This design comes from an exercise in tuning for small area and a short achievable clock period on the open sky130 flow, not from production work.
Function was not checked in any run shown here: the RTL went through the layout flow alone.
No run shown here takes its clock network from TritonCTS; it comes from the design's own scripts or RTL.
The flow treats the clock pin as an ideal source. Dropping or thinning the clock tree relies on that and would not hold on a real chip.

### flow/run.sh
#!/bin/bash
# Layout: the standard ORFS flow (standard.sh), with these changes:
#  - every port gets a plain buf_1 as its port buffer;
#  - clock tree: two short levels of clock buffers (flow/cts_manual.tcl);
#  - the timing repair after CTS and after global routing aims for a setup
#    slack margin of 8.7 ns. Extra settings: 
# Each make call's output goes to its own make_*.log; ORFS keeps each tool's
# log under orfs/logs/.
set -euo pipefail
H=$PWD
B="BUFFER_PORTS_ARGS=-buffer_cell sky130_fd_sc_hd__buf_1"
C="PRE_CTS_TCL=$H/flow/cts_manual.tcl"
bash standard.sh "$B" "$C" synth > make_synth.log 2>&1
bash standard.sh "$B" "$C" floorplan place > make_place.log 2>&1
bash standard.sh "$B" "$C" SETUP_SLACK_MARGIN=8.7  cts > make_cts.log 2>&1
bash standard.sh "$B" "$C" SETUP_SLACK_MARGIN=8.7  finish > make_finish.log 2>&1
### flow/cts_manual.tcl
# Sourced by ORFS's cts.tcl as PRE_CTS_TCL. Replaces clock_tree_synthesis
# with a short two-level clock tree: the registers are split by location
# into NLEAF groups of equal size (halving by x, then by y, ...), each driven
# by a leaf clock buffer at the group's centre; the leaf buffers are split
# the same way into NROOT groups, each driven by a root clock buffer at its
# centre. The clock port feeds only the NROOT root buffers, and every
# register sees exactly one root and one leaf buffer.

proc mcts_split { items n } {
  set groups [list $items]
  set axis 0
  while { [llength $groups] < $n } {
    set ng {}
    foreach g $groups {
      set s [lsort -integer -index $axis $g]
      set h [expr { [llength $s] / 2 }]
      lappend ng [lrange $s 0 [expr { $h - 1 }]] [lrange $s $h end]
    }
    set groups $ng
    set axis [expr { 1 - $axis }]
  }
  return $groups
}

proc mcts_drive { block master name in_net group } {
  # group: list of {x y iterm}; returns {cx cy A-iterm}
  set sx 0; set sy 0
  foreach s $group { incr sx [lindex $s 0]; incr sy [lindex $s 1] }
  set n [llength $group]
  set cx [expr { $sx / $n }]
  set cy [expr { $sy / $n }]
  set inst [odb::dbInst_create $block $master $name]
  set net [odb::dbNet_create $block "${name}_net"]
  $net setSigType CLOCK
  [$inst findITerm X] connect $net
  foreach s $group {
    set it [lindex $s 2]
    $it disconnect
    $it connect $net
  }
  $inst setLocation [expr { $cx - [$master getWidth] / 2 }] [expr { $cy - [$master getHeight] / 2 }]
  $inst setPlacementStatus PLACED
  set a [$inst findITerm A]
  $a connect $in_net
  puts "manual_cts: $name drives $n pins at ($cx, $cy)"
  return [list $cx $cy $a]
}

proc manual_cts { } {
  set nleaf 8
  set nroot 2
  if { [info exists ::env(MCTS_NLEAF)] } { set nleaf $::env(MCTS_NLEAF) }
  if { [info exists ::env(MCTS_NROOT)] } { set nroot $::env(MCTS_NROOT) }
  set block [ord::get_db_block]
  set db [ord::get_db]
  set master [$db findMaster sky130_fd_sc_hd__clkbuf_16]
  set clk_net [$block findNet clk]
  set sinks {}
  foreach it [$clk_net getITerms] {
    set bb [[$it getInst] getBBox]
    lappend sinks [list [expr { ([$bb xMin] + [$bb xMax]) / 2 }] \
                        [expr { ([$bb yMin] + [$bb yMax]) / 2 }] $it]
  }
  set leaves {}
  set k 0
  foreach g [mcts_split $sinks $nleaf] {
    lappend leaves [mcts_drive $block $master "clkbuf_leaf_$k" $clk_net $g]
    incr k
  }
  set k 0
  foreach g [mcts_split $leaves $nroot] {
    mcts_drive $block $master "clkbuf_root_$k" $clk_net $g
    incr k
  }
  $clk_net setSigType CLOCK
  set_propagated_clock [all_clocks]
}

rename clock_tree_synthesis orig_clock_tree_synthesis
proc clock_tree_synthesis { args } {
  manual_cts
}
### standard.sh
#!/bin/bash
# synth_recipe.tcl (not shown) runs the flow's synth.tcl, then flattens the netlist and writes it again
# the make line also repeats each setting of config.mk as NAME=value (left out here)
make -C /OpenROAD-flow-scripts/flow DESIGN_CONFIG=/design/flow/config.mk WORK_HOME=/design/flow/orfs CLKGATE_MAP_FILE= SYNTH_SCRIPT=/design/flow/synth_recipe.tcl "${@:-finish}"
### config.mk
export PLATFORM = sky130hd
export DESIGN_NAME = fehel_flit_rx
export DESIGN_NICKNAME = fehel_flit_rx
export VERILOG_FILES = /design/flow/design.v
export SDC_FILE = /design/flow/constraint.sdc
export NUM_CORES = 4
export LEC_CHECK = 0
export CAP_MARGIN = 20
export CORE_MARGIN = 2
export CORE_UTILIZATION = 65
export SLEW_MARGIN = 20
### constraint.sdc
create_clock -name core_clock -period 12.0 [get_ports {clk}]
set_input_delay 2.4000 -clock core_clock [delete_from_list [all_inputs] [get_ports {clk}]]
set_output_delay 2.4000 -clock core_clock [all_outputs]
set_load 0.01 [all_outputs]
### design.v
module fehel_flit_rx (
    input  wire        clk,
    input  wire        rst,
    input  wire        in_valid,
    input  wire [63:0] in_data,
    output reg         res_valid,
    output reg         res_crc_ok,
    output wire        res_ctrl,
    output wire [3:0]  res_err,        
    output wire [4:0]  res_msgs,
    output wire [19:0] res_vc_slots,   
    output wire [11:0] res_fseq,
    output wire [11:0] res_fack
);
    reg  [63:0] u;
    wire [63:0] m_u;
    wire x64 = u[0] ^ u[63];
    wire x65 = u[39] ^ u[59];
    wire x66 = u[46] ^ u[53];
    wire x67 = u[47] ^ u[54];
    wire x68 = u[45] ^ u[52];
    wire x69 = u[4] ^ u[58];
    wire x70 = u[21] ^ u[26];
    wire x71 = u[9] ^ u[44];
    wire x72 = u[8] ^ u[43];
    wire x73 = u[22] ^ u[27];
    wire x74 = u[51] ^ u[56];
    wire x75 = u[41] ^ u[61];
    wire x76 = u[18] ^ u[32];
    wire x77 = u[20] ^ u[34];
    wire x78 = u[40] ^ u[60];
    wire x79 = u[19] ^ u[33];
    wire x80 = u[50] ^ u[55];
    wire x81 = u[5] ^ u[12];
    wire x82 = u[13] ^ u[49];
    wire x83 = u[10] ^ u[35];
    wire x84 = u[16] ^ u[28];
    wire x85 = u[6] ^ u[31];
    wire x86 = u[15] ^ u[62];
    wire x87 = u[7] ^ u[30];
    wire x88 = u[48] ^ x66;
    wire x89 = u[17] ^ u[42];
    wire x90 = u[14] ^ u[29];
    wire x91 = u[24] ^ u[57];
    wire x92 = u[23] ^ u[25];
    wire x93 = u[11] ^ x74;
    wire x94 = x67 ^ x68;
    wire x95 = u[36] ^ x73;
    wire x96 = u[37] ^ x64;
    wire x97 = x65 ^ x69;
    wire x98 = x71 ^ x76;
    wire x99 = u[1] ^ x72;
    wire x100 = x77 ^ x78;
    wire x101 = x79 ^ x81;
    wire x102 = x70 ^ x75;
    wire x103 = x80 ^ x83;
    wire x104 = x82 ^ x87;
    wire x105 = u[51] ^ x88;
    wire x106 = x86 ^ x92;
    wire x107 = u[38] ^ x84;
    wire x108 = u[26] ^ x90;
    wire x109 = u[3] ^ u[23];
    wire x110 = u[24] ^ x85;
    wire x111 = x65 ^ x91;
    wire x112 = u[42] ^ u[46];
    wire x113 = u[2] ^ x89;
    wire x114 = u[29] ^ x101;
    wire x115 = u[6] ^ x94;
    wire x116 = u[3] ^ u[45];
    wire x117 = u[0] ^ x85;
    wire x118 = u[17] ^ x102;
    wire x119 = u[22] ^ u[36];
    wire x120 = u[15] ^ u[44];
    wire x121 = u[47] ^ x64;
    wire x122 = u[5] ^ x77;
    wire x123 = u[13] ^ u[62];
    wire x124 = u[49] ^ x83;
    wire x125 = u[12] ^ u[25];
    wire x126 = u[10] ^ x80;
    wire x127 = u[38] ^ u[57];
    wire x128 = u[4] ^ u[31];
    wire x129 = u[50] ^ x71;
    wire x130 = u[48] ^ x78;
    wire x131 = u[56] ^ x82;
    wire x132 = x70 ^ x72;
    wire x133 = u[11] ^ u[16];
    wire x134 = u[28] ^ u[54];
    wire x135 = u[7] ^ x66;
    wire x136 = u[2] ^ x69;
    wire x137 = x75 ^ x116;
    wire x138 = u[35] ^ x95;
    wire x139 = u[15] ^ u[31];
    wire x140 = u[19] ^ x97;
    wire x141 = x68 ^ x79;
    wire x142 = u[9] ^ u[29];
    wire x143 = u[42] ^ x96;
    wire x144 = u[14] ^ x100;
    wire x145 = x87 ^ x93;
    wire x146 = u[30] ^ x93;
    wire x147 = u[58] ^ x67;
    wire x148 = u[12] ^ x96;
    wire x149 = u[16] ^ u[41];
    wire x150 = u[32] ^ u[59];
    wire x151 = u[56] ^ u[61];
    wire x152 = u[43] ^ x108;
    wire x153 = u[8] ^ x70;
    wire x154 = u[55] ^ x81;
    wire x155 = u[63] ^ x104;
    wire x156 = u[37] ^ u[48];
    wire x157 = x73 ^ x74;
    wire x158 = u[34] ^ u[62];
    wire x159 = u[33] ^ u[39];
    wire x160 = u[28] ^ x119;
    wire x161 = u[44] ^ x90;
    wire x162 = u[20] ^ x110;
    wire x163 = x81 ^ x86;
    wire x164 = u[60] ^ x122;
    wire x165 = u[58] ^ x111;
    wire x166 = u[7] ^ u[23];
    wire x167 = x75 ^ x84;
    wire x168 = u[52] ^ x74;
    wire x169 = u[47] ^ x99;
    wire x170 = u[27] ^ x134;
    wire x171 = u[53] ^ x98;
    wire x172 = x71 ^ x73;
    wire x173 = u[18] ^ x80;
    wire x174 = x84 ^ x91;
    wire x175 = u[11] ^ x103;
    wire x176 = u[30] ^ x109;
    wire x177 = u[41] ^ u[48];
    wire x178 = x72 ^ x86;
    wire x179 = x110 ^ x143;
    wire x180 = u[37] ^ u[40];
    wire x181 = x83 ^ x129;
    wire x182 = u[11] ^ u[21];
    wire x183 = u[6] ^ x126;
    wire x184 = u[43] ^ x76;
    wire x185 = x88 ^ x121;
    wire x186 = x89 ^ x98;
    wire x187 = u[34] ^ u[39];
    wire x188 = u[40] ^ x64;
    wire x189 = u[50] ^ x79;
    wire x190 = u[3] ^ x67;
    wire x191 = u[5] ^ u[18];
    wire x192 = x93 ^ x135;
    wire x193 = x107 ^ x128;
    wire x194 = x78 ^ x124;
    wire x195 = x76 ^ x125;
    wire x196 = u[38] ^ u[56];
    wire x197 = u[7] ^ u[55];
    wire x198 = u[45] ^ x146;
    wire x199 = x82 ^ x105;
    wire x200 = u[59] ^ x69;
    wire x201 = x86 ^ x88;
    wire x202 = u[17] ^ x94;
    wire x203 = x113 ^ x185;
    wire x204 = u[10] ^ x114;
    wire x205 = u[19] ^ x147;
    wire x206 = u[53] ^ x89;
    wire x207 = x77 ^ x95;
    wire x208 = x92 ^ x114;
    wire x209 = u[26] ^ x95;
    wire x210 = x78 ^ x107;
    wire x211 = u[14] ^ u[27];
    wire x212 = x90 ^ x106;
    wire x213 = u[22] ^ x65;
    wire x214 = u[2] ^ x98;
    wire x215 = u[49] ^ x87;
    wire x216 = x68 ^ x121;
    wire x217 = u[8] ^ x166;
    wire x218 = u[1] ^ u[61];
    wire x219 = u[17] ^ u[46];
    wire x220 = x65 ^ x179;
    wire x221 = x102 ^ x141;
    wire x222 = x99 ^ x174;
    wire x223 = x72 ^ x125;
    wire x224 = x92 ^ x206;
    wire x225 = u[60] ^ x82;
    wire x226 = x137 ^ x157;
    wire x227 = u[20] ^ x132;
    wire x228 = u[6] ^ u[20];
    wire x229 = u[47] ^ x175;
    wire x230 = x97 ^ x170;
    wire x231 = u[35] ^ u[63];
    wire x232 = x102 ^ x162;
    wire x233 = u[21] ^ u[24];
    wire x234 = x151 ^ x172;
    wire x235 = u[4] ^ x70;
    wire x236 = u[40] ^ x88;
    wire x237 = x155 ^ x165;
    wire x238 = x136 ^ x155;
    wire x239 = u[62] ^ x109;
    wire x240 = u[57] ^ x156;
    wire x241 = u[50] ^ x97;
    wire x242 = u[24] ^ x177;
    wire x243 = x154 ^ x169;
    wire x244 = u[1] ^ u[41];
    wire x245 = u[45] ^ x103;
    wire x246 = u[36] ^ x141;
    wire x247 = x71 ^ x148;
    wire x248 = u[61] ^ x190;
    wire x249 = x100 ^ x216;
    wire x250 = u[16] ^ x94;
    wire x251 = u[25] ^ x99;
    wire x252 = u[28] ^ x115;
    wire x253 = u[38] ^ x69;
    wire x254 = u[30] ^ x144;
    wire x255 = x140 ^ x182;
    wire x256 = x98 ^ x159;
    wire x257 = x130 ^ x173;
    wire x258 = x163 ^ x198;
    wire x259 = u[2] ^ u[40];
    wire x260 = x195 ^ x197;
    wire x261 = u[22] ^ x153;
    wire x262 = u[18] ^ x91;
    wire x263 = u[62] ^ x75;
    wire x264 = x178 ^ x193;
    wire x265 = u[25] ^ x68;
    wire x266 = x120 ^ x180;
    wire x267 = u[58] ^ x183;
    wire x268 = x115 ^ x171;
    wire x269 = u[35] ^ x200;
    wire x270 = u[33] ^ u[45];
    wire x271 = x144 ^ x151;
    wire x272 = x127 ^ x248;
    wire x273 = u[42] ^ x214;
    wire x274 = x107 ^ x108;
    wire x275 = u[25] ^ x79;
    wire x276 = u[35] ^ x142;
    wire x277 = x106 ^ x112;
    wire x278 = u[3] ^ x145;
    wire x279 = x85 ^ x132;
    wire x280 = u[55] ^ x100;
    wire x281 = x135 ^ x168;
    wire x282 = x161 ^ x213;
    wire x283 = u[10] ^ x112;
    wire x284 = x89 ^ x96;
    wire x285 = u[2] ^ x167;
    wire x286 = u[5] ^ x138;
    wire x287 = u[0] ^ u[33];
    wire x288 = x101 ^ x113;
    wire x289 = x64 ^ x112;
    wire x290 = u[23] ^ x127;
    wire x291 = u[29] ^ x210;
    wire x292 = u[12] ^ x118;
    wire x293 = u[32] ^ x194;
    wire x294 = u[9] ^ x191;
    wire x295 = u[29] ^ x176;
    wire x296 = u[19] ^ x106;
    wire x297 = x120 ^ x133;
    wire x298 = u[8] ^ u[48];
    wire x299 = x104 ^ x184;
    wire x300 = u[13] ^ u[17];
    wire x301 = x124 ^ x189;
    wire x302 = u[20] ^ x128;
    wire x303 = u[34] ^ u[57];
    wire x304 = x123 ^ x140;
    wire x305 = u[25] ^ x131;
    wire x306 = u[26] ^ x123;
    wire x307 = u[36] ^ x158;
    wire x308 = u[4] ^ x298;
    wire x309 = x130 ^ x131;
    wire x310 = x91 ^ x171;
    wire x311 = u[38] ^ x149;
    wire x312 = u[21] ^ x117;
    wire x313 = u[13] ^ x192;
    wire x314 = x127 ^ x149;
    wire x315 = x138 ^ x139;
    wire x316 = u[1] ^ x219;
    wire x317 = u[1] ^ u[6];
    wire x318 = u[13] ^ u[39];
    wire x319 = x69 ^ x317;
    wire x320 = x318 ^ x95;
    wire x321 = x290 ^ x319;
    wire x322 = x152 ^ x257;
    wire x323 = x320 ^ x321;
    wire x324 = x322 ^ x323;
    wire x325 = x258 ^ x324;
    wire x326 = u[19] ^ u[23];
    wire x327 = u[46] ^ x81;
    wire x328 = x85 ^ x211;
    wire x329 = x326 ^ x168;
    wire x330 = x266 ^ x327;
    wire x331 = x328 ^ x285;
    wire x332 = x329 ^ x330;
    wire x333 = x237 ^ x331;
    wire x334 = x332 ^ x333;
    wire x335 = u[52] ^ x65;
    wire x336 = x76 ^ x84;
    wire x337 = x242 ^ x302;
    wire x338 = x335 ^ x336;
    wire x339 = x209 ^ x224;
    wire x340 = x337 ^ x338;
    wire x341 = x243 ^ x278;
    wire x342 = x339 ^ x340;
    wire x343 = x341 ^ x342;
    wire x344 = u[4] ^ u[37];
    wire x345 = u[52] ^ x344;
    wire x346 = x113 ^ x170;
    wire x347 = x345 ^ x279;
    wire x348 = x309 ^ x346;
    wire x349 = x208 ^ x310;
    wire x350 = x347 ^ x348;
    wire x351 = x349 ^ x350;
    wire x352 = u[38] ^ x73;
    wire x353 = x134 ^ x104;
    wire x354 = x122 ^ x137;
    wire x355 = x275 ^ x352;
    wire x356 = x152 ^ x353;
    wire x357 = x354 ^ x355;
    wire x358 = x267 ^ x310;
    wire x359 = x356 ^ x357;
    wire x360 = x358 ^ x359;
    wire x361 = x77 ^ x79;
    wire x362 = x85 ^ x153;
    wire x363 = x161 ^ x361;
    wire x364 = x145 ^ x230;
    wire x365 = x245 ^ x277;
    wire x366 = x362 ^ x363;
    wire x367 = x364 ^ x365;
    wire x368 = x366 ^ x367;
    wire x369 = u[46] ^ x142;
    wire x370 = x150 ^ x132;
    wire x371 = x154 ^ x174;
    wire x372 = x369 ^ x145;
    wire x373 = x370 ^ x371;
    wire x374 = x249 ^ x315;
    wire x375 = x372 ^ x373;
    wire x376 = x374 ^ x375;
    wire x377 = u[5] ^ u[14];
    wire x378 = u[51] ^ x66;
    wire x379 = x180 ^ x377;
    wire x380 = x265 ^ x378;
    wire x381 = x379 ^ x118;
    wire x382 = x256 ^ x380;
    wire x383 = x229 ^ x264;
    wire x384 = x381 ^ x382;
    wire x385 = x383 ^ x384;
    wire x386 = x187 ^ x93;
    wire x387 = x188 ^ x311;
    wire x388 = x115 ^ x186;
    wire x389 = x201 ^ x209;
    wire x390 = x386 ^ x387;
    wire x391 = x204 ^ x388;
    wire x392 = x389 ^ x390;
    wire x393 = x391 ^ x392;
    wire x394 = u[41] ^ x67;
    wire x395 = x69 ^ x86;
    wire x396 = x119 ^ x394;
    wire x397 = x395 ^ x164;
    wire x398 = x274 ^ x281;
    wire x399 = x284 ^ x301;
    wire x400 = x396 ^ x397;
    wire x401 = x398 ^ x399;
    wire x402 = x400 ^ x401;
    wire x403 = x123 ^ x206;
    wire x404 = x148 ^ x250;
    wire x405 = x261 ^ x269;
    wire x406 = x403 ^ x271;
    wire x407 = x404 ^ x405;
    wire x408 = x406 ^ x407;
    wire x409 = u[6] ^ u[54];
    wire x410 = x66 ^ x409;
    wire x411 = x188 ^ x276;
    wire x412 = x410 ^ x241;
    wire x413 = x411 ^ x198;
    wire x414 = x292 ^ x412;
    wire x415 = x413 ^ x414;
    wire x416 = u[11] ^ u[15];
    wire x417 = x166 ^ x177;
    wire x418 = x196 ^ x416;
    wire x419 = x94 ^ x117;
    wire x420 = x283 ^ x417;
    wire x421 = x418 ^ x152;
    wire x422 = x241 ^ x419;
    wire x423 = x420 ^ x421;
    wire x424 = x422 ^ x423;
    wire x425 = u[27] ^ u[32];
    wire x426 = u[42] ^ x78;
    wire x427 = x425 ^ x111;
    wire x428 = x215 ^ x297;
    wire x429 = x426 ^ x105;
    wire x430 = x427 ^ x428;
    wire x431 = x243 ^ x429;
    wire x432 = x430 ^ x431;
    wire x433 = u[33] ^ u[58];
    wire x434 = x433 ^ x117;
    wire x435 = x129 ^ x223;
    wire x436 = x202 ^ x285;
    wire x437 = x309 ^ x434;
    wire x438 = x435 ^ x436;
    wire x439 = x437 ^ x438;
    wire x440 = u[1] ^ u[7];
    wire x441 = u[57] ^ u[59];
    wire x442 = x158 ^ x440;
    wire x443 = x441 ^ x108;
    wire x444 = x126 ^ x137;
    wire x445 = x442 ^ x186;
    wire x446 = x443 ^ x444;
    wire x447 = x199 ^ x445;
    wire x448 = x446 ^ x447;
    wire x449 = u[18] ^ u[60];
    wire x450 = x211 ^ x449;
    wire x451 = x94 ^ x136;
    wire x452 = x178 ^ x289;
    wire x453 = x450 ^ x146;
    wire x454 = x301 ^ x451;
    wire x455 = x452 ^ x453;
    wire x456 = x454 ^ x455;
    wire x457 = u[18] ^ x66;
    wire x458 = x85 ^ x176;
    wire x459 = x457 ^ x234;
    wire x460 = x274 ^ x458;
    wire x461 = x249 ^ x304;
    wire x462 = x459 ^ x460;
    wire x463 = x461 ^ x462;
    wire x464 = u[38] ^ u[59];
    wire x465 = x64 ^ x464;
    wire x466 = x103 ^ x160;
    wire x467 = x184 ^ x465;
    wire x468 = x162 ^ x205;
    wire x469 = x466 ^ x467;
    wire x470 = x292 ^ x313;
    wire x471 = x468 ^ x469;
    wire x472 = x470 ^ x471;
    wire x473 = u[5] ^ u[25];
    wire x474 = u[42] ^ x87;
    wire x475 = x150 ^ x473;
    wire x476 = x189 ^ x253;
    wire x477 = x266 ^ x474;
    wire x478 = x475 ^ x115;
    wire x479 = x227 ^ x476;
    wire x480 = x477 ^ x478;
    wire x481 = x479 ^ x480;
    wire x482 = x65 ^ x197;
    wire x483 = x270 ^ x172;
    wire x484 = x311 ^ x482;
    wire x485 = x105 ^ x164;
    wire x486 = x279 ^ x483;
    wire x487 = x484 ^ x485;
    wire x488 = x486 ^ x487;
    wire x489 = u[21] ^ u[46];
    wire x490 = x89 ^ x187;
    wire x491 = x489 ^ x217;
    wire x492 = x490 ^ x234;
    wire x493 = x491 ^ x252;
    wire x494 = x293 ^ x492;
    wire x495 = x493 ^ x494;
    wire x496 = x72 ^ x142;
    wire x497 = x166 ^ x270;
    wire x498 = x160 ^ x262;
    wire x499 = x263 ^ x496;
    wire x500 = x497 ^ x236;
    wire x501 = x498 ^ x499;
    wire x502 = x229 ^ x500;
    wire x503 = x501 ^ x502;
    wire x504 = u[8] ^ u[29];
    wire x505 = u[49] ^ x92;
    wire x506 = x504 ^ x242;
    wire x507 = x283 ^ x307;
    wire x508 = x505 ^ x146;
    wire x509 = x205 ^ x506;
    wire x510 = x507 ^ x247;
    wire x511 = x508 ^ x509;
    wire x512 = x510 ^ x511;
    wire x513 = u[47] ^ x95;
    wire x514 = x97 ^ x168;
    wire x515 = x294 ^ x143;
    wire x516 = x162 ^ x194;
    wire x517 = x212 ^ x513;
    wire x518 = x514 ^ x515;
    wire x519 = x516 ^ x517;
    wire x520 = x518 ^ x519;
    wire x521 = u[10] ^ u[53];
    wire x522 = x68 ^ x90;
    wire x523 = x233 ^ x521;
    wire x524 = x96 ^ x157;
    wire x525 = x167 ^ x522;
    wire x526 = x523 ^ x260;
    wire x527 = x524 ^ x525;
    wire x528 = x304 ^ x526;
    wire x529 = x527 ^ x528;
    wire x530 = x64 ^ x89;
    wire x531 = x228 ^ x173;
    wire x532 = x223 ^ x530;
    wire x533 = x105 ^ x230;
    wire x534 = x246 ^ x531;
    wire x535 = x532 ^ x533;
    wire x536 = x534 ^ x535;
    wire x537 = u[12] ^ u[14];
    wire x538 = u[37] ^ x537;
    wire x539 = x129 ^ x215;
    wire x540 = x290 ^ x538;
    wire x541 = x201 ^ x207;
    wire x542 = x539 ^ x540;
    wire x543 = x252 ^ x255;
    wire x544 = x541 ^ x542;
    wire x545 = x543 ^ x544;
    wire x546 = u[20] ^ u[37];
    wire x547 = u[63] ^ x81;
    wire x548 = x139 ^ x233;
    wire x549 = x546 ^ x147;
    wire x550 = x213 ^ x217;
    wire x551 = x547 ^ x548;
    wire x552 = x245 ^ x549;
    wire x553 = x550 ^ x551;
    wire x554 = x199 ^ x291;
    wire x555 = x552 ^ x553;
    wire x556 = x554 ^ x555;
    wire x557 = u[9] ^ u[27];
    wire x558 = u[46] ^ u[49];
    wire x559 = x76 ^ x91;
    wire x560 = x557 ^ x558;
    wire x561 = x163 ^ x200;
    wire x562 = x559 ^ x560;
    wire x563 = x118 ^ x250;
    wire x564 = x251 ^ x561;
    wire x565 = x562 ^ x563;
    wire x566 = x564 ^ x565;
    wire x567 = u[59] ^ u[60];
    wire x568 = x84 ^ x191;
    wire x569 = x567 ^ x172;
    wire x570 = x275 ^ x306;
    wire x571 = x568 ^ x569;
    wire x572 = x570 ^ x203;
    wire x573 = x267 ^ x571;
    wire x574 = x572 ^ x573;
    wire x575 = u[17] ^ x77;
    wire x576 = x104 ^ x126;
    wire x577 = x160 ^ x163;
    wire x578 = x188 ^ x575;
    wire x579 = x140 ^ x576;
    wire x580 = x577 ^ x578;
    wire x581 = x272 ^ x579;
    wire x582 = x580 ^ x581;
    wire x583 = u[30] ^ u[45];
    wire x584 = u[59] ^ x583;
    wire x585 = x314 ^ x584;
    wire x586 = x148 ^ x227;
    wire x587 = x585 ^ x315;
    wire x588 = x586 ^ x587;
    wire x589 = u[40] ^ u[43];
    wire x590 = u[46] ^ x80;
    wire x591 = x84 ^ x90;
    wire x592 = x589 ^ x117;
    wire x593 = x235 ^ x240;
    wire x594 = x590 ^ x591;
    wire x595 = x186 ^ x592;
    wire x596 = x593 ^ x594;
    wire x597 = x595 ^ x596;
    wire x598 = x258 ^ x597;
    wire x599 = u[58] ^ x85;
    wire x600 = x120 ^ x157;
    wire x601 = x314 ^ x316;
    wire x602 = x599 ^ x216;
    wire x603 = x299 ^ x600;
    wire x604 = x601 ^ x204;
    wire x605 = x602 ^ x603;
    wire x606 = x604 ^ x605;
    wire x607 = u[0] ^ u[44];
    wire x608 = u[47] ^ x150;
    wire x609 = x607 ^ x113;
    wire x610 = x608 ^ x114;
    wire x611 = x209 ^ x280;
    wire x612 = x281 ^ x609;
    wire x613 = x264 ^ x610;
    wire x614 = x611 ^ x612;
    wire x615 = x613 ^ x614;
    wire x616 = u[21] ^ u[27];
    wire x617 = u[56] ^ x159;
    wire x618 = x231 ^ x300;
    wire x619 = x616 ^ x99;
    wire x620 = x167 ^ x240;
    wire x621 = x617 ^ x618;
    wire x622 = x164 ^ x295;
    wire x623 = x619 ^ x620;
    wire x624 = x621 ^ x268;
    wire x625 = x622 ^ x623;
    wire x626 = x624 ^ x625;
    wire x627 = u[0] ^ u[23];
    wire x628 = u[24] ^ u[43];
    wire x629 = x70 ^ x139;
    wire x630 = x187 ^ x218;
    wire x631 = x627 ^ x628;
    wire x632 = x170 ^ x225;
    wire x633 = x629 ^ x630;
    wire x634 = x631 ^ x181;
    wire x635 = x192 ^ x288;
    wire x636 = x632 ^ x633;
    wire x637 = x634 ^ x635;
    wire x638 = x636 ^ x637;
    wire x639 = u[3] ^ u[51];
    wire x640 = u[61] ^ x123;
    wire x641 = x259 ^ x639;
    wire x642 = x161 ^ x195;
    wire x643 = x640 ^ x641;
    wire x644 = x115 ^ x175;
    wire x645 = x207 ^ x222;
    wire x646 = x642 ^ x643;
    wire x647 = x644 ^ x645;
    wire x648 = x646 ^ x647;
    wire x649 = u[28] ^ u[35];
    wire x650 = u[41] ^ u[55];
    wire x651 = x70 ^ x300;
    wire x652 = x649 ^ x650;
    wire x653 = x88 ^ x136;
    wire x654 = x651 ^ x652;
    wire x655 = x212 ^ x246;
    wire x656 = x653 ^ x654;
    wire x657 = x247 ^ x278;
    wire x658 = x655 ^ x656;
    wire x659 = x657 ^ x658;
    wire x660 = u[49] ^ u[52];
    wire x661 = x72 ^ x133;
    wire x662 = x660 ^ x100;
    wire x663 = x126 ^ x147;
    wire x664 = x239 ^ x661;
    wire x665 = x105 ^ x662;
    wire x666 = x663 ^ x664;
    wire x667 = x665 ^ x666;
    wire x668 = x220 ^ x667;
    wire x669 = x118 ^ x212;
    wire x670 = x237 ^ x268;
    wire x671 = x286 ^ x669;
    wire x672 = x670 ^ x671;
    wire x673 = u[54] ^ x111;
    wire x674 = x143 ^ x193;
    wire x675 = x251 ^ x673;
    wire x676 = x204 ^ x313;
    wire x677 = x674 ^ x675;
    wire x678 = x676 ^ x677;
    wire x679 = u[50] ^ x74;
    wire x680 = x106 ^ x308;
    wire x681 = x679 ^ x202;
    wire x682 = x207 ^ x214;
    wire x683 = x680 ^ x681;
    wire x684 = x682 ^ x683;
    wire x685 = u[55] ^ x70;
    wire x686 = x109 ^ x96;
    wire x687 = x124 ^ x141;
    wire x688 = x174 ^ x294;
    wire x689 = x685 ^ x105;
    wire x690 = x686 ^ x687;
    wire x691 = x688 ^ x689;
    wire x692 = x690 ^ x691;
    wire x693 = u[10] ^ u[26];
    wire x694 = u[39] ^ u[43];
    wire x695 = x693 ^ x694;
    wire x696 = x154 ^ x262;
    wire x697 = x695 ^ x202;
    wire x698 = x296 ^ x696;
    wire x699 = x199 ^ x254;
    wire x700 = x697 ^ x698;
    wire x701 = x699 ^ x700;
    wire x702 = u[52] ^ x211;
    wire x703 = x231 ^ x173;
    wire x704 = x297 ^ x702;
    wire x705 = x205 ^ x236;
    wire x706 = x305 ^ x703;
    wire x707 = x704 ^ x232;
    wire x708 = x705 ^ x706;
    wire x709 = x707 ^ x708;
    wire x710 = u[0] ^ u[5];
    wire x711 = x67 ^ x228;
    wire x712 = x244 ^ x710;
    wire x713 = x711 ^ x712;
    wire x714 = x224 ^ x299;
    wire x715 = x713 ^ x255;
    wire x716 = x291 ^ x714;
    wire x717 = x715 ^ x716;
    wire x718 = u[54] ^ x87;
    wire x719 = x99 ^ x718;
    wire x720 = x257 ^ x282;
    wire x721 = x288 ^ x719;
    wire x722 = x232 ^ x720;
    wire x723 = x721 ^ x722;
    wire x724 = x72 ^ x104;
    wire x725 = x226 ^ x280;
    wire x726 = x296 ^ x312;
    wire x727 = x724 ^ x273;
    wire x728 = x725 ^ x726;
    wire x729 = x727 ^ x728;
    wire x730 = u[7] ^ u[14];
    wire x731 = u[22] ^ u[32];
    wire x732 = u[56] ^ x730;
    wire x733 = x731 ^ x239;
    wire x734 = x289 ^ x302;
    wire x735 = x732 ^ x181;
    wire x736 = x221 ^ x222;
    wire x737 = x733 ^ x734;
    wire x738 = x735 ^ x736;
    wire x739 = x737 ^ x738;
    wire x740 = u[13] ^ u[24];
    wire x741 = x125 ^ x196;
    wire x742 = x740 ^ x153;
    wire x743 = x741 ^ x183;
    wire x744 = x256 ^ x742;
    wire x745 = x203 ^ x254;
    wire x746 = x743 ^ x744;
    wire x747 = x745 ^ x746;
    wire x748 = u[9] ^ u[60];
    wire x749 = x75 ^ x748;
    wire x750 = x103 ^ x190;
    wire x751 = x215 ^ x253;
    wire x752 = x307 ^ x749;
    wire x753 = x312 ^ x750;
    wire x754 = x751 ^ x752;
    wire x755 = x208 ^ x753;
    wire x756 = x754 ^ x755;
    wire x757 = u[32] ^ x119;
    wire x758 = x218 ^ x103;
    wire x759 = x122 ^ x306;
    wire x760 = x308 ^ x757;
    wire x761 = x145 ^ x758;
    wire x762 = x759 ^ x760;
    wire x763 = x761 ^ x762;
    wire x764 = x220 ^ x763;
    wire x765 = x76 ^ x80;
    wire x766 = x139 ^ x156;
    wire x767 = x159 ^ x265;
    wire x768 = x276 ^ x765;
    wire x769 = x766 ^ x261;
    wire x770 = x767 ^ x768;
    wire x771 = x238 ^ x769;
    wire x772 = x770 ^ x771;
    wire x773 = u[10] ^ u[12];
    wire x774 = u[55] ^ x76;
    wire x775 = x79 ^ x116;
    wire x776 = x133 ^ x142;
    wire x777 = x303 ^ x773;
    wire x778 = x97 ^ x99;
    wire x779 = x117 ^ x225;
    wire x780 = x774 ^ x775;
    wire x781 = x776 ^ x777;
    wire x782 = x201 ^ x778;
    wire x783 = x779 ^ x780;
    wire x784 = x781 ^ x782;
    wire x785 = x783 ^ x784;
    wire x786 = x67 ^ x133;
    wire x787 = x150 ^ x101;
    wire x788 = x316 ^ x786;
    wire x789 = x181 ^ x787;
    wire x790 = x788 ^ x238;
    wire x791 = x271 ^ x789;
    wire x792 = x790 ^ x791;
    wire x793 = u[31] ^ x73;
    wire x794 = x77 ^ x83;
    wire x795 = x196 ^ x259;
    wire x796 = x287 ^ x97;
    wire x797 = x793 ^ x794;
    wire x798 = x795 ^ x118;
    wire x799 = x169 ^ x295;
    wire x800 = x796 ^ x797;
    wire x801 = x798 ^ x799;
    wire x802 = x800 ^ x801;
    wire x803 = u[28] ^ x128;
    wire x804 = x158 ^ x182;
    wire x805 = x244 ^ x111;
    wire x806 = x130 ^ x176;
    wire x807 = x803 ^ x804;
    wire x808 = x805 ^ x806;
    wire x809 = x807 ^ x273;
    wire x810 = x286 ^ x808;
    wire x811 = x809 ^ x810;
    wire x812 = u[43] ^ x136;
    wire x813 = x137 ^ x160;
    wire x814 = x812 ^ x813;
    wire x815 = x179 ^ x208;
    wire x816 = x293 ^ x814;
    wire x817 = x815 ^ x816;
    wire x818 = x112 ^ x120;
    wire x819 = x156 ^ x287;
    wire x820 = x818 ^ x819;
    wire x821 = x144 ^ x165;
    wire x822 = x226 ^ x260;
    wire x823 = x820 ^ x821;
    wire x824 = x822 ^ x823;
    wire x825 = x303 ^ x131;
    wire x826 = x169 ^ x210;
    wire x827 = x221 ^ x269;
    wire x828 = x277 ^ x825;
    wire x829 = x826 ^ x827;
    wire x830 = x828 ^ x829;
    wire x831 = u[16] ^ x129;
    wire x832 = x263 ^ x138;
    wire x833 = x152 ^ x164;
    wire x834 = x165 ^ x831;
    wire x835 = x203 ^ x832;
    wire x836 = x833 ^ x834;
    wire x837 = x835 ^ x836;
    wire x838 = u[28] ^ x81;
    wire x839 = x235 ^ x838;
    wire x840 = x175 ^ x282;
    wire x841 = x284 ^ x305;
    wire x842 = x839 ^ x272;
    wire x843 = x840 ^ x841;
    wire x844 = x842 ^ x843;
    assign m_u[0] = x325;
    assign m_u[1] = x334;
    assign m_u[2] = x343;
    assign m_u[3] = x351;
    assign m_u[4] = x360;
    assign m_u[5] = x368;
    assign m_u[6] = x376;
    assign m_u[7] = x385;
    assign m_u[8] = x393;
    assign m_u[9] = x402;
    assign m_u[10] = x408;
    assign m_u[11] = x415;
    assign m_u[12] = x424;
    assign m_u[13] = x432;
    assign m_u[14] = x439;
    assign m_u[15] = x448;
    assign m_u[16] = x456;
    assign m_u[17] = x463;
    assign m_u[18] = x472;
    assign m_u[19] = x481;
    assign m_u[20] = x488;
    assign m_u[21] = x495;
    assign m_u[22] = x503;
    assign m_u[23] = x512;
    assign m_u[24] = x520;
    assign m_u[25] = x529;
    assign m_u[26] = x536;
    assign m_u[27] = x545;
    assign m_u[28] = x556;
    assign m_u[29] = x566;
    assign m_u[30] = x574;
    assign m_u[31] = x582;
    assign m_u[32] = x588;
    assign m_u[33] = x598;
    assign m_u[34] = x606;
    assign m_u[35] = x615;
    assign m_u[36] = x626;
    assign m_u[37] = x638;
    assign m_u[38] = x648;
    assign m_u[39] = x659;
    assign m_u[40] = x668;
    assign m_u[41] = x672;
    assign m_u[42] = x678;
    assign m_u[43] = x684;
    assign m_u[44] = x692;
    assign m_u[45] = x701;
    assign m_u[46] = x709;
    assign m_u[47] = x717;
    assign m_u[48] = x723;
    assign m_u[49] = x729;
    assign m_u[50] = x739;
    assign m_u[51] = x747;
    assign m_u[52] = x756;
    assign m_u[53] = x764;
    assign m_u[54] = x772;
    assign m_u[55] = x785;
    assign m_u[56] = x792;
    assign m_u[57] = x802;
    assign m_u[58] = x811;
    assign m_u[59] = x817;
    assign m_u[60] = x824;
    assign m_u[61] = x830;
    assign m_u[62] = x837;
    assign m_u[63] = x844;
    reg  [5:0]  beat;
    wire        first = (beat == 6'd0);
    always @(posedge clk) begin
        if (in_valid)
            u <= (m_u | {64{first}}) ^ in_data;
    end
    wire crc_good = &u;
    reg        hdr_ev;     
    reg        slot_ev;    
    reg        last_ev;    
    reg  [7:0] op_r;
    reg  [4:0] len_r;
    wire [5:0] beat_inc   = beat + 6'd1;
    wire       slot_beat  = beat[0] && (beat != 6'd63);
    wire       last_beat  = (beat == 6'd63);
    always @(posedge clk) begin
        op_r    <= in_data[7:0];
        len_r   <= in_data[12:8];
        hdr_ev  <= !rst && in_valid && first;
        slot_ev <= !rst && in_valid && slot_beat;
        last_ev <= !rst && in_valid && last_beat;
        if (rst || in_valid)
            beat <= beat_inc & {6{!rst}};
    end
    reg  [11:0] fseq;
    reg  [11:0] fack;
    reg         ctrl;
    reg         ftype_err;
    wire [3:0]  h_ftype = ~u[63:60];
    wire [4:0]  h_cont  = ~u[35:31];
    wire        h_data  = (h_ftype == 4'h0);
    always @(posedge clk) begin
        if (hdr_ev) begin
            fseq      <= ~u[59:48];
            fack      <= ~u[47:36];
            ctrl      <= (h_ftype == 4'h1);
            ftype_err <= (h_ftype > 4'h1);
        end
    end
    function op_known;
        input [7:0] op;
        begin
            case (op)
                8'h00, 8'h01, 8'h02, 8'h03, 8'h04, 8'h05,
                8'h10, 8'h11, 8'h12, 8'h13, 8'h14, 8'h1F,
                8'h20, 8'h21, 8'h22, 8'h23, 8'h24, 8'h25, 8'h2F,
                8'h30, 8'h31, 8'h32, 8'h33,
                8'h40, 8'h41, 8'h4F: op_known = 1'b1;
                default:             op_known = 1'b0;
            endcase
        end
    endfunction
    function len_ok;
        input [7:0] op;
        input [4:0] len;
        begin
            case (op)
                8'h10, 8'h21, 8'h30: len_ok = (len == 5'd4);
                8'h11, 8'h40:        len_ok = (len == 5'd16);
                8'h12:               len_ok = (len >= 5'd1) && (len <= 5'd16);
                8'h22:               len_ok = (len == 5'd5);
                8'h25, 8'h33:        len_ok = (len <= 5'd16);
                8'h32:               len_ok = (len == 5'd0) || (len == 5'd4);
                default:             len_ok = (len == 5'd0);
            endcase
        end
    endfunction
    reg         walking;
    reg  [4:0]  rem;
    reg         counted;
    reg  [1:0]  cur_vc;
    reg         cont_err;
    reg         opcode_err;
    reg         len_err;
    reg  [4:0]  msgs;
    reg  [4:0]  vc0, vc1, vc2, vc3;
    reg  [4:0]  carry;
    reg  [1:0]  carry_vc;
    wire        rem_nz  = (rem != 5'd0);
    wire        known   = op_known(op_r);
    wire        lok     = len_ok(op_r, len_r);
    wire        has_vc  = (op_r[7:4] != 4'h0);
    wire [1:0]  op_vc   = op_r[5:4] - 2'd1;
    wire        step    = slot_ev && walking;
    wire        s_cont  = step && rem_nz;
    wire        s_msg   = step && !rem_nz && known && lok;
    wire        inc     = (s_cont && counted) || (s_msg && has_vc);
    wire [1:0]  inc_vc  = rem_nz ? cur_vc : op_vc;
    always @(posedge clk) begin
        if (hdr_ev) begin
            walking    <= h_data;
            rem        <= h_data ? h_cont : 5'd0;
            cont_err   <= h_data && (h_cont != carry);
            counted    <= h_data && (h_cont == carry);
            cur_vc     <= carry_vc;
            opcode_err <= 1'b0;
            len_err    <= 1'b0;
            msgs       <= 5'd0;
            vc0        <= 5'd0;
            vc1        <= 5'd0;
            vc2        <= 5'd0;
            vc3        <= 5'd0;
        end else if (step) begin
            if (rem_nz) begin
                rem <= rem - 5'd1;
            end else if (!known) begin
                opcode_err <= 1'b1;
                walking    <= 1'b0;
            end else if (!lok) begin
                len_err    <= 1'b1;
                walking    <= 1'b0;
            end else begin
                rem <= len_r;
                if (op_r != 8'h00)
                    msgs <= msgs + 5'd1;
                counted <= has_vc;
                if (has_vc)
                    cur_vc <= op_vc;
            end
            if (inc && inc_vc == 2'd0) vc0 <= vc0 + 5'd1;
            if (inc && inc_vc == 2'd1) vc1 <= vc1 + 5'd1;
            if (inc && inc_vc == 2'd2) vc2 <= vc2 + 5'd1;
            if (inc && inc_vc == 2'd3) vc3 <= vc3 + 5'd1;
        end
    end
    wire any_err = ftype_err | cont_err | opcode_err | len_err;
    wire carry_ld = last_ev && crc_good && (any_err || !ctrl);
    always @(posedge clk) begin
        res_crc_ok <= crc_good;
        res_valid  <= !rst && last_ev;
        if (rst || carry_ld) begin
            carry    <= (any_err || rst) ? 5'd0 : rem;
            carry_vc <= (any_err || rst) ? 2'd0 : cur_vc;
        end
    end
    assign res_ctrl     = ctrl;
    assign res_err      = {len_err, opcode_err, cont_err, ftype_err};
    assign res_msgs     = msgs;
    assign res_vc_slots = {vc3, vc2, vc1, vc0};
    assign res_fseq     = fseq;
    assign res_fack     = fack;
endmodule
==> results of run 1 <==
-- stage by stage --
| step | util (%) | hold WS (ps) |
|---|---|---|
| after floorplan | - | 438.7 |
| after global placement | 68.69 | 466.9 |
| after detailed placement | 68.73 | 468.7 |
| after CTS | 70.73 | 480.4 |
| after global routing | 72.97 | 502.1 |
| final | 72.97 | 486.6 |
-- critical path: stages, from the launching register on --
cell and delay [ps]:
edfxtp_1 700, xnor2_1 720, xnor3_1 540, xnor2_1 210
xnor2_1 500, xnor2_1 190, nand2_1 80, xor2_1 140
-- metal layers --
metal	share of wire (%)	vias to the layer above	global-route usage (%)
met3	16	232	15.00
met2	40	906	59.96
met4	6.6	2	22.73
li1	-	4789	-
met5	0.026	-	0
met1	37	5364	58.14
-- state kept, by name (all words and copies together), names as in the netlist, 6 cells and up, named ones only --
signal	count
fack	12
fseq	12
beat	6
op_r	8
u	64
-- placed cells by master, fill, tap and decap left out, types with 6 or more instances in the layout --
cell type / synthesis / layout
nand3_1: 10 / 10
nor2b_1: 21 / 21
a21oi_1: 25 / 25
buf_2: 36 / 6
xnor3_1: 101 / 101
dfxtp_1: 46 / 35
or4_1: 6 / 6
buf_12: 0 / 6
mux2_2: 18 / 18
nor4_1: 7 / 6
dfxtp_2: 0 / 11
buf_4: 6 / 56
nor3_1: 6 / 6
clkbuf_2: 0 / 13
xor2_1: 121 / 114
o31ai_1: 6 / 6
nand2_1: 25 / 25
clkbuf_16: 0 / 10
ha_1: 12 / 12
xnor2_1: 533 / 514
xnor2_4: 2 / 12
nand4_1: 27 / 27
nor2_1: 102 / 102
o21ai_0: 11 / 11
xnor2_2: 14 / 23
buf_1: 2 / 103
xor2_2: 1 / 8
edfxtp_1: 113 / 113
xor3_1: 11 / 11
inv_1: 35 / 35
-- Yosys cell counts (all sizes together), types with 7 or more instances --
master and number:
xnor2 549, xor2 122, edfxtp 113, nor2 102, xnor3 101, dfxtp 46
buf 44, clkbuf 42, inv 35, nand4 27, a21oi 25, nand2 25
nor2b 21, mux2 18, ha 12, o21ai 12, xor3 11, nand3 10
nor4 7
-- logic make-up (layout without fill, tap and decap cells) --
group                    count (synthesis)  after routing  share of synthesized area [%]
AO/OA/AOI/OAI                           65             65                          2.839
multiplexers                            22             22                          1.578
AND/OR/NAND/NOR                        234            234                          7.492
flip-flops                             159            159                          28.05
adder cells (fa/ha/maj)                 12             12                         0.9761
buffers and inverters                  121            230                          3.392
XOR/XNOR                               783            783                          55.67
-- path summary, 6_finish.rpt --
kind | endpoint | slack (ps) | cells past startpoint
worst max-delay path | u[18] | 8650 | 7
worst min-delay path | len_err | 490 | 2
worst max register to register | u[18] | 8650 | 7
worst min register to register | len_err | 490 | 2
-- layout make-up --
cell class | instances | area, µm²
multi-input combinational | 1116 | 10880
buffer | 10 | 250.2
tap | 319 | 399.1
fill | 1725 | 6307
inverter | 35 | 131.4
timing repair buffer | 185 | 1037
sequential | 159 | 4328
-- repair_timing --
item                       CTS  global route
pin swaps                    1             1
setup endpoints to repair   45            64
gates resized for setup     23            43
setup buffers               10            31
==> results.toml, run 1 <==
[run_status]
status = "timing/DRC/antenna clean"

[floorplan]
dieArea_mm2 = 0.02491
fp.dieH_um = 157.8
rows = 56
ios = 123
core_area_mm2 = 0.02333
die_w_um = 157.8
start_util_pct = 65.92

[timing]
slew_headroom_pct = 23.49
grt_setup_unrepaired = "yes"
hold_viol = 0
setup_viol = 0
clock.fmax_mhz = 298.4
setup_ws_ps = 8648
timing.final.crit_period_ps = 3352
fin_skew_ps = 28.15
worstMarginPinSlew_ps = 1144
finalCritPeriodShare_pct = 27.93
fin_tns_setup_ps = 0
drv_slew = 0

[final_layout]
drive_gt1_share_pct = 11.69
fin_cells = 1824
finish.instance_area_mm2 = 0.01703
syn_to_final_growth_pct = 10.69
nNetsFinal = 1586
n_antenna_cell = 0

[synthesis]
synthesis.nets = 1475
yosys.area.top_type_share_pct = 30.35
syn_inst = 1396
synth_top_cells_by_area = "xnor2_1 30%, edfxtp_1 22%, xnor3_1 15%"
yosys.area.top_type = "xnor2_1"
async_flop_share_pct = 0
syn_area_mm2 = 0.01538
synth_cell_type_count = 53
syn_area_per_cell_um2 = 11.02
synth_seq_area_share_pct = 28.05
synth_seq_cells = 159
synthFlopType = "edfxtp_1"
synth_warnings = 1
synth_edf_count = 113

[routing]
vias = 11293
drtPass1Iterations = 6
post_drt_via_cell_ratio = 6.191
drc_errors = 0
routed_wl_um = 53260
ant_nets = 0
drtIter0Drc = 1718
wl_per_cell_um = 29.20

[worst_setup_path]
path_class = "flip-flop to flip-flop"
crit_path_start_kind = "flip-flop"
crit_start = "u[53]"
end_kind = "flip-flop"
worstPathMaxFanout = 8
cp.arrival_ps = 3430
cp.required_ps = 12080
r2r-start = "u[53]"

[placement]
postPlaceCellArea_mm2 = 0.01604
hpwl_um = 39900
portBuffers = 122
gp_congestion = 1.196
pre_cts_ws_ps = 8144
dp.cells = 1773

[clocking]
hold_buffers = 0
clkTransAtPathRegs_ps = 110
clkLatencyLatePin_ps = 340

[grt]
grt_pass1_vias = 10481
grt_usage_pct = 42.82
overflow = 0
grt_max_degree = 75
antenna_found_initial = 1
grt_pass1_wl_um = 74270

[worst_hold_path]
min_path_type = "flip-flop to flip-flop"
min_from = "len_err"

[run]
drv_cap = 0
==> run 2, diff against run 1 <==
==> flow/run.sh (replaced) <==
#!/bin/bash
# Layout: the standard ORFS flow (standard.sh), with these changes:
#  - every port gets a plain buf_1 as its port buffer;
#  - clock tree: two short levels of clock buffers (flow/cts_manual.tcl);
#  - the timing repair after CTS and after global routing aims for a setup
#    slack margin of 8.8 ns. Extra settings: "SETUP_MOVE_SEQUENCE=unbuffer,sizeup,swap"
# Each make call's output goes to its own make_*.log; ORFS keeps each tool's
# log under orfs/logs/.
set -euo pipefail
H=$PWD
B="BUFFER_PORTS_ARGS=-buffer_cell sky130_fd_sc_hd__buf_1"
C="PRE_CTS_TCL=$H/flow/cts_manual.tcl"
bash standard.sh "$B" "$C" synth > make_synth.log 2>&1
bash standard.sh "$B" "$C" floorplan place > make_place.log 2>&1
bash standard.sh "$B" "$C" SETUP_SLACK_MARGIN=8.8 "SETUP_MOVE_SEQUENCE=unbuffer,sizeup,swap" cts > make_cts.log 2>&1
bash standard.sh "$B" "$C" SETUP_SLACK_MARGIN=8.8 "SETUP_MOVE_SEQUENCE=unbuffer,sizeup,swap" finish > make_finish.log 2>&1
--- a/flow/cts_manual.tcl
+++ b/flow/cts_manual.tcl
@@ -48,7 +48,7 @@
 
 proc manual_cts { } {
   set nleaf 8
-  set nroot 2
+  set nroot 4
   if { [info exists ::env(MCTS_NLEAF)] } { set nleaf $::env(MCTS_NLEAF) }
   if { [info exists ::env(MCTS_NROOT)] } { set nroot $::env(MCTS_NROOT) }
   set block [ord::get_db_block]
--- a/config.mk
+++ b/config.mk
@@ -7,5 +7,5 @@
 export LEC_CHECK = 0
 export CAP_MARGIN = 20
 export CORE_MARGIN = 2
-export CORE_UTILIZATION = 65
+export CORE_UTILIZATION = 55
 export SLEW_MARGIN = 20
==> run 2 against run 1 <==
Critical path depth unchanged. Synthesized area unchanged. First-iteration DRC count down 25%. Wire length up 6.0%. Register-to-register slack better by 20 ps. Final cell count up 1.5%. Via count down 2.5%. Sequential cell count unchanged. Clock skew up 20 ps.
==> results.toml, run 2 <==
[floorplan]
start_util_pct = 55.67
fp.dieH_um = 171.2
rows = 61
die_w_um = 171.2
core_area_mm2 = 0.02763
ios = 123
dieArea_mm2 = 0.02932

[worst_setup_path]
end_kind = "flip-flop"
critPathMaxStageDelay_ps = 950
cp.required_ps = 12020
slowest_stage = "edfxtp_1"
crit_top_cell = "xnor2_1"
cp.arrival_ps = 3350
crit_chain = "xor3_2, xnor2_2, xnor2_1, xnor3_1, xnor2_1, nor2_1, xnor2_1"
crit_path_start_kind = "flip-flop"
r2r-start = "u[40]"
reg2reg_to = "u[0]"
worstPathMaxFanout = 9
worst_r2r_path_depth = 7
path_class = "flip-flop to flip-flop"
r2r_slack_ps = 8670

[routing]
vias = 11016
wl_per_cell_um = 30.51
post_drt_via_cell_ratio = 5.951
drtIter0Drc = 1282
ant_nets = 0
drc_errors = 0
routed_wl_um = 56470
drtPass1Iterations = 5

[synthesis]
synth_cell_type_count = 53
syn_area_per_cell_um2 = 11.02
synth_edf_count = 113
synthesis.nets = 1475
yosys.area.top_type_share_pct = 30.35
async_flop_share_pct = 0
yosys.area.top_type = "xnor2_1"
synth_seq_cells = 159
yosysMostFrequentCell = "xnor2_1"
syn_area_mm2 = 0.01538
synth_commonest_cells = "533 x xnor2_1, 121 x xor2_1, 113 x edfxtp_1, 102 x nor2_1, 101 x xnor3_1"
syn_inst = 1396
synthFlopType = "edfxtp_1"
synth_warnings = 1
synth_top_cells_by_area = "xnor2_1 30%, edfxtp_1 22%, xnor3_1 15%"
synth_seq_area_share_pct = 28.05

[final_layout]
nNetsFinal = 1554
fillers = 2273
register_area_mm2 = 0.004368
layout_commonest_cell = "xnor2_1"
regMostFlops = "u"
reg.largest.list = "u x64, fack x12, fseq x12"
n_antenna_cell = 0
largest_reg_flops = 64
final_cell_mix = "487 x xnor2_1, 113 x edfxtp_1, 106 x xor2_1"
syn_to_final_growth_pct = 13.24
drive_gt1_share_pct = 16.56
multi_input_area_mm2 = 0.01128
finish.instance_area_mm2 = 0.01742

[run_status]
status = "timing/DRC/antenna clean"

[clocking]
clkTransAtPathRegs_ps = 120
cts_setup_buffers = 0
hold_buffers = 0
clkLatencyLatePin_ps = 310

[timing]
grt_setup_unrepaired = "yes"
fin_tns_setup_ps = 0
finalCritPeriodShare_pct = 27.76
worstMarginPinSlew_ps = 1202
fin_skew_ps = 48.18
drv_slew = 0
setup_ws_ps = 8669
clock.fmax_mhz = 300.2
setup_viol = 0
timing.final.crit_period_ps = 3331
slew_headroom_pct = 19.87
hold_viol = 0

[placement]
pre_cts_ws_ps = 8089
postPlaceCellArea_mm2 = 0.01616
gp_congestion = 1.104
hpwl_um = 43290
portBuffers = 122

[grt]
grt_pass1_wl_um = 78000
grt_max_degree = 67
antenna_found_initial = 0
overflow = 0
grt_usage_pct = 38.62
grt_pass1_vias = 10513

[worst_hold_path]
min_path_type = "flip-flop to flip-flop"
min_from = "len_err"
holdPathStages = 2
holdPathEnd = "len_err"

[run]
drv_cap = 0
==> run 2: how the worst max path moves through the flow <==
stage / from / endpoint / slack (ps) / cells past startpoint
finish: u[40] / u[0] / 8670 / 7
floorplan: rst / beat[0] / 8800 / 2
detailed placement: in_valid / beat[1] / 8090 / 3
CTS: u[46] / u[61] / 8660 / 7
global route: u[13] / u[56] / 8700 / 8
global placement: in_valid / beat[1] / 8140 / 3
==> run 2: what timing repair did <==
action | CTS | global route
endpoints found under the setup margin | 164 | 106
hold endpoints to repair | 0 | 0
resized for setup | 93 | 114
pin swaps | 4 | 17
==> run 2: per-stage QoR <==
stage / std cells / hold WS (ps) / util [%]
final: 1851 / 467.9 / 63.04
after global routing: 1851 / 497.0 / 63.04
after CTS: 1851 / 473.9 / 61.13
after detailed placement: 1839 / 481.2 / 58.50
after global placement: 1839 / 473.1 / 58.48
after floorplan: 1396 / 438.7 / -
==> run 2: metal layers <==
metal,global-route usage (%),wire length [µm],up-vias
li1,-,-,4719
met5,0,0,-
met3,10.84,7637,188
met1,54.14,22460,5310
met4,16.54,3298,0
met2,55.98,23070,799
==> run 2: cell families after synthesis <==
group	share of synthesized area, %
xor+xnor	55.67
buf+inv	3.392
flops	28.05
simple gates	7.492
fa+ha+maj	0.9761
compound gates	2.839
mux	1.578
==> run 2: area by class of cell <==
class                           count  share of cell area [%]
Tap cell                          378                   2.715
Multi-Input combinational cell   1116                   64.79
Inverter                           35                  0.7543
Sequential cell                   159                   25.08
Buffer                             12                   1.724
Timing Repair Buffer              151                   4.942
==> run 2: critical path: cells and delay by family (launching register included) <==
kind	cells	cell delay, ps
DFF	1	950
xor gates and xnor gates	6	1950
and+or+nand+nor	1	120
==> run 3, diff against run 2 <==
==> flow/run.sh (replaced) <==
#!/bin/bash
# Layout: the standard ORFS flow (standard.sh), with these changes:
#  - every port gets a plain buf_1 as its port buffer;
#  - clock tree: two short levels of clock buffers (flow/cts_manual.tcl);
#  - the timing repair after CTS and after global routing aims for a setup
#    slack margin of 8.75 ns. Extra settings: 
# Each make call's output goes to its own make_*.log; ORFS keeps each tool's
# log under orfs/logs/.
set -euo pipefail
H=$PWD
B="BUFFER_PORTS_ARGS=-buffer_cell sky130_fd_sc_hd__buf_1"
C="PRE_CTS_TCL=$H/flow/cts_manual.tcl"
bash standard.sh "$B" "$C" synth > make_synth.log 2>&1
bash standard.sh "$B" "$C" floorplan place > make_place.log 2>&1
bash standard.sh "$B" "$C" SETUP_SLACK_MARGIN=8.75  cts > make_cts.log 2>&1
bash standard.sh "$B" "$C" SETUP_SLACK_MARGIN=8.75  finish > make_finish.log 2>&1
--- a/flow/cts_manual.tcl
+++ b/flow/cts_manual.tcl
@@ -47,13 +47,18 @@
 }
 
 proc manual_cts { } {
-  set nleaf 8
+  set nleaf 16
   set nroot 4
   if { [info exists ::env(MCTS_NLEAF)] } { set nleaf $::env(MCTS_NLEAF) }
   if { [info exists ::env(MCTS_NROOT)] } { set nroot $::env(MCTS_NROOT) }
   set block [ord::get_db_block]
   set db [ord::get_db]
-  set master [$db findMaster sky130_fd_sc_hd__clkbuf_16]
+  set leafcell sky130_fd_sc_hd__clkbuf_8
+  set rootcell sky130_fd_sc_hd__clkbuf_16
+  if { [info exists ::env(MCTS_LEAF)] } { set leafcell $::env(MCTS_LEAF) }
+  if { [info exists ::env(MCTS_ROOT)] } { set rootcell $::env(MCTS_ROOT) }
+  set leafm [$db findMaster $leafcell]
+  set rootm [$db findMaster $rootcell]
   set clk_net [$block findNet clk]
   set sinks {}
   foreach it [$clk_net getITerms] {
@@ -64,12 +69,12 @@
   set leaves {}
   set k 0
   foreach g [mcts_split $sinks $nleaf] {
-    lappend leaves [mcts_drive $block $master "clkbuf_leaf_$k" $clk_net $g]
+    lappend leaves [mcts_drive $block $leafm "clkbuf_leaf_$k" $clk_net $g]
     incr k
   }
   set k 0
   foreach g [mcts_split $leaves $nroot] {
-    mcts_drive $block $master "clkbuf_root_$k" $clk_net $g
+    mcts_drive $block $rootm "clkbuf_root_$k" $clk_net $g
     incr k
   }
   $clk_net setSigType CLOCK
==> run 3 against run 2 <==
Still clean. Worst setup slack worse by 22 ps. Hold slack better by 17 ps. Final cell count rose by 3.6%. Sequential cell count unchanged.
==> results.toml, run 3 <==
[floorplan]
dieArea_mm2 = 0.02932
die_w_um = 171.2
rows = 61
core_area_mm2 = 0.02763
fp.dieH_um = 171.2
ios = 123
start_util_pct = 55.67

[routing]
vias = 11259
post_drt_via_cell_ratio = 5.873
ant_nets = 0
drtPass1Iterations = 5
routed_wl_um = 57470
wl_per_cell_um = 29.98
drtIter0Drc = 1429
drc_errors = 0

[final_layout]
nNetsFinal = 1620
n_antenna_cell = 0
reg.largest.list = "u x64, fack x12, fseq x12"
final_cell_mix = "512 x xnor2_1, 114 x xor2_1, 113 x edfxtp_1"
layout_commonest_cell = "xnor2_1"
post-route-util_pct = 62.83
drive_gt1_share_pct = 14.49
regMostFlops = "u"
syn_to_final_growth_pct = 12.87
largest_reg_flops = 64
fin_cells = 1917
fillers = 2334

[worst_setup_path]
end_kind = "flip-flop"
r2r_slack_ps = 8650
crit_path_start_kind = "flip-flop"
r2r-start = "u[9]"
worst_r2r_path_depth = 7
critPathMaxStageDelay_ps = 710
crit_chain = "xnor2_1, xnor3_1, xor2_1, xnor2_1, xnor2_1, nor2_1, xnor2_1"
path_class = "flip-flop to flip-flop"
crit_top_cell = "xnor2_1"
worstPathMaxFanout = 8
slowest_stage = "edfxtp_1"
cp.arrival_ps = 3410
cp.required_ps = 12060
reg2reg_to = "u[7]"

[timing]
drv_slew = 0
slew_headroom_pct = 22.88
hold_viol = 0
grt_setup_unrepaired = "yes"
setup_viol = 0
fin_skew_ps = 60.25
worstMarginPinSlew_ps = 1149
timing.final.crit_period_ps = 3353
finalCritPeriodShare_pct = 27.94
fin_tns_setup_ps = 0
clock.fmax_mhz = 298.2
fin_hold_ws_ps = 485.0

[synthesis]
yosys.area.top_type_share_pct = 30.35
synth_top_cells_by_area = "xnor2_1 30%, edfxtp_1 22%, xnor3_1 15%"
synthesis.nets = 1475
synth_seq_area_share_pct = 28.05
async_flop_share_pct = 0
synth_commonest_cells = "533 x xnor2_1, 121 x xor2_1, 113 x edfxtp_1, 102 x nor2_1, 101 x xnor3_1"
synth_seq_cells = 159
yosys.area.top_type = "xnor2_1"
syn_area_per_cell_um2 = 11.02
synth_edf_count = 113
synth_cell_type_count = 53
yosysMostFrequentCell = "xnor2_1"
syn_inst = 1396
syn_area_mm2 = 0.01538
synth_warnings = 1
synthFlopType = "edfxtp_1"

[grt]
grt_pass1_wl_um = 78850
grt_usage_pct = 39.11
grt_pass1_vias = 10676
overflow = 0
grt_max_degree = 67
antenna_found_initial = 0

[placement]
hpwl_um = 43290
gp_congestion = 1.104
portBuffers = 122
dp.cells = 1839

[worst_hold_path]
holdPathEnd = "vc2[1]"
min_from = "vc2[1]"
holdPathStages = 2
min_path_type = "flip-flop to flip-flop"

[clocking]
clkLatencyLatePin_ps = 330
clkTransAtPathRegs_ps = 80

[run]
drv_cap = 0

[run_status]
status = "timing/DRC/antenna clean"
## run 3: cell count changes in the layout (fill, tap and decap cells not counted), moves of 7 or more
cell and delta:
xnor2_4 -7, xnor2_2 -18, xnor3_1 +10, xor2_1 +8
clkbuf_8 +16, buf_1 +28, buf_4 +54, xnor2_1 +25
buf_6 -17, xnor3_2 -10, dfxtp_4 -7, dfxtp_1 +12
clkbuf_16 -8
## run 3: cell type report
class,instances,area [µm²],area share (%)
buffer,20,320.3,1.845
inverter,35,131.4,0.7568
multi-input combinational,1116,10900,62.76
sequential,159,4335,24.97
tap,378,473.0,2.724
timing repair buffer,209,1205,6.941
## run 3: critical path, delay by kind of cell, from the launching register on
kind,cells,cell delay (ps)
AND/OR/NAND/NOR,1,110
XOR/XNOR,6,2300
flip-flops,1,710
## run 3: through the flow
step	worst slack (ps)	instance area, µm²
floorplan	8802	15380
global placement	8142	16160
detailed placement	8089	16160
CTS	8677	16840
global route	8721	17360
finish	8647	17360
## run 3: per-layer routing
metal	GRT usage [%]	up-vias	part of all wire, %
li1	-	4847	-
met1	54.12	5375	39
met2	55.77	847	40
met3	11.97	190	14
met4	18.83	0	6.3
met5	0	-	0
## run 3: timing repair
action                                  in CTS  in global routing
cloned                                       0                  0
buffers inserted                            20                 38
endpoints found under the setup margin     116                 84
hold endpoints to repair                     0                  0
resized for setup                           28                 52
pin swaps                                    0                  1
hold buffers                                 0                  0
## run 3: worst max-delay path by stage
stage | endpoint | from | cells past startpoint | slack (ps)
2_1_floorplan | beat[0] | rst | 2 | 8800
3_3_place_gp | beat[1] | in_valid | 3 | 8140
3_5_place_dp | beat[1] | in_valid | 3 | 8090
4_1_cts | u[61] | u[46] | 7 | 8680
5_1_grt | res_err[0] | ftype_err | 1 | 8720
6_report | u[7] | u[9] | 7 | 8650
## run 3: cell families (layout without fill, tap and decap cells)
kind of cell,Yosys count,after routing,synth area share [%]
xor+xnor,783,783,55.67
simple gates,234,234,7.492
flops,159,159,28.05
buf+inv,121,264,3.392
compound gates,65,65,2.839
mux,22,22,1.578
fa+ha+maj,12,12,0.9761

-- re-timing with driven ports --
The flow's constraints put no driver on any port. The routed layouts listed below were extracted and timed again, unchanged, in two steps.
Step 1 assumes that a clkbuf_16 drives the clock port and a buf_2 every other input.
Step 2 times the ports against the registers' clock, not the clock port: input delays grow and output delays shrink by t, the midpoint of the rising clock arrivals with the driver on.
a / b / c = no drivers / after step 1 / after step 2; a / b = the first two.
run	shift t [ns]	slack for setup (ns)	hold slack, ns
run 1	0.391	8.648 / 8.637 / 8.458	0.487 / 0.487 / 0.487
run 2	0.401	8.669 / 8.635 / 8.572	0.468 / 0.468 / 0.468
run 3	0.412	8.647 / 8.646 / 8.591	0.485 / 0.485 / 0.485
After both steps every run listed still meets setup and hold. For run 1, which loses most, drivers alone change the setup slack by -0.011 ns; drivers and shift together by -0.190 ns.
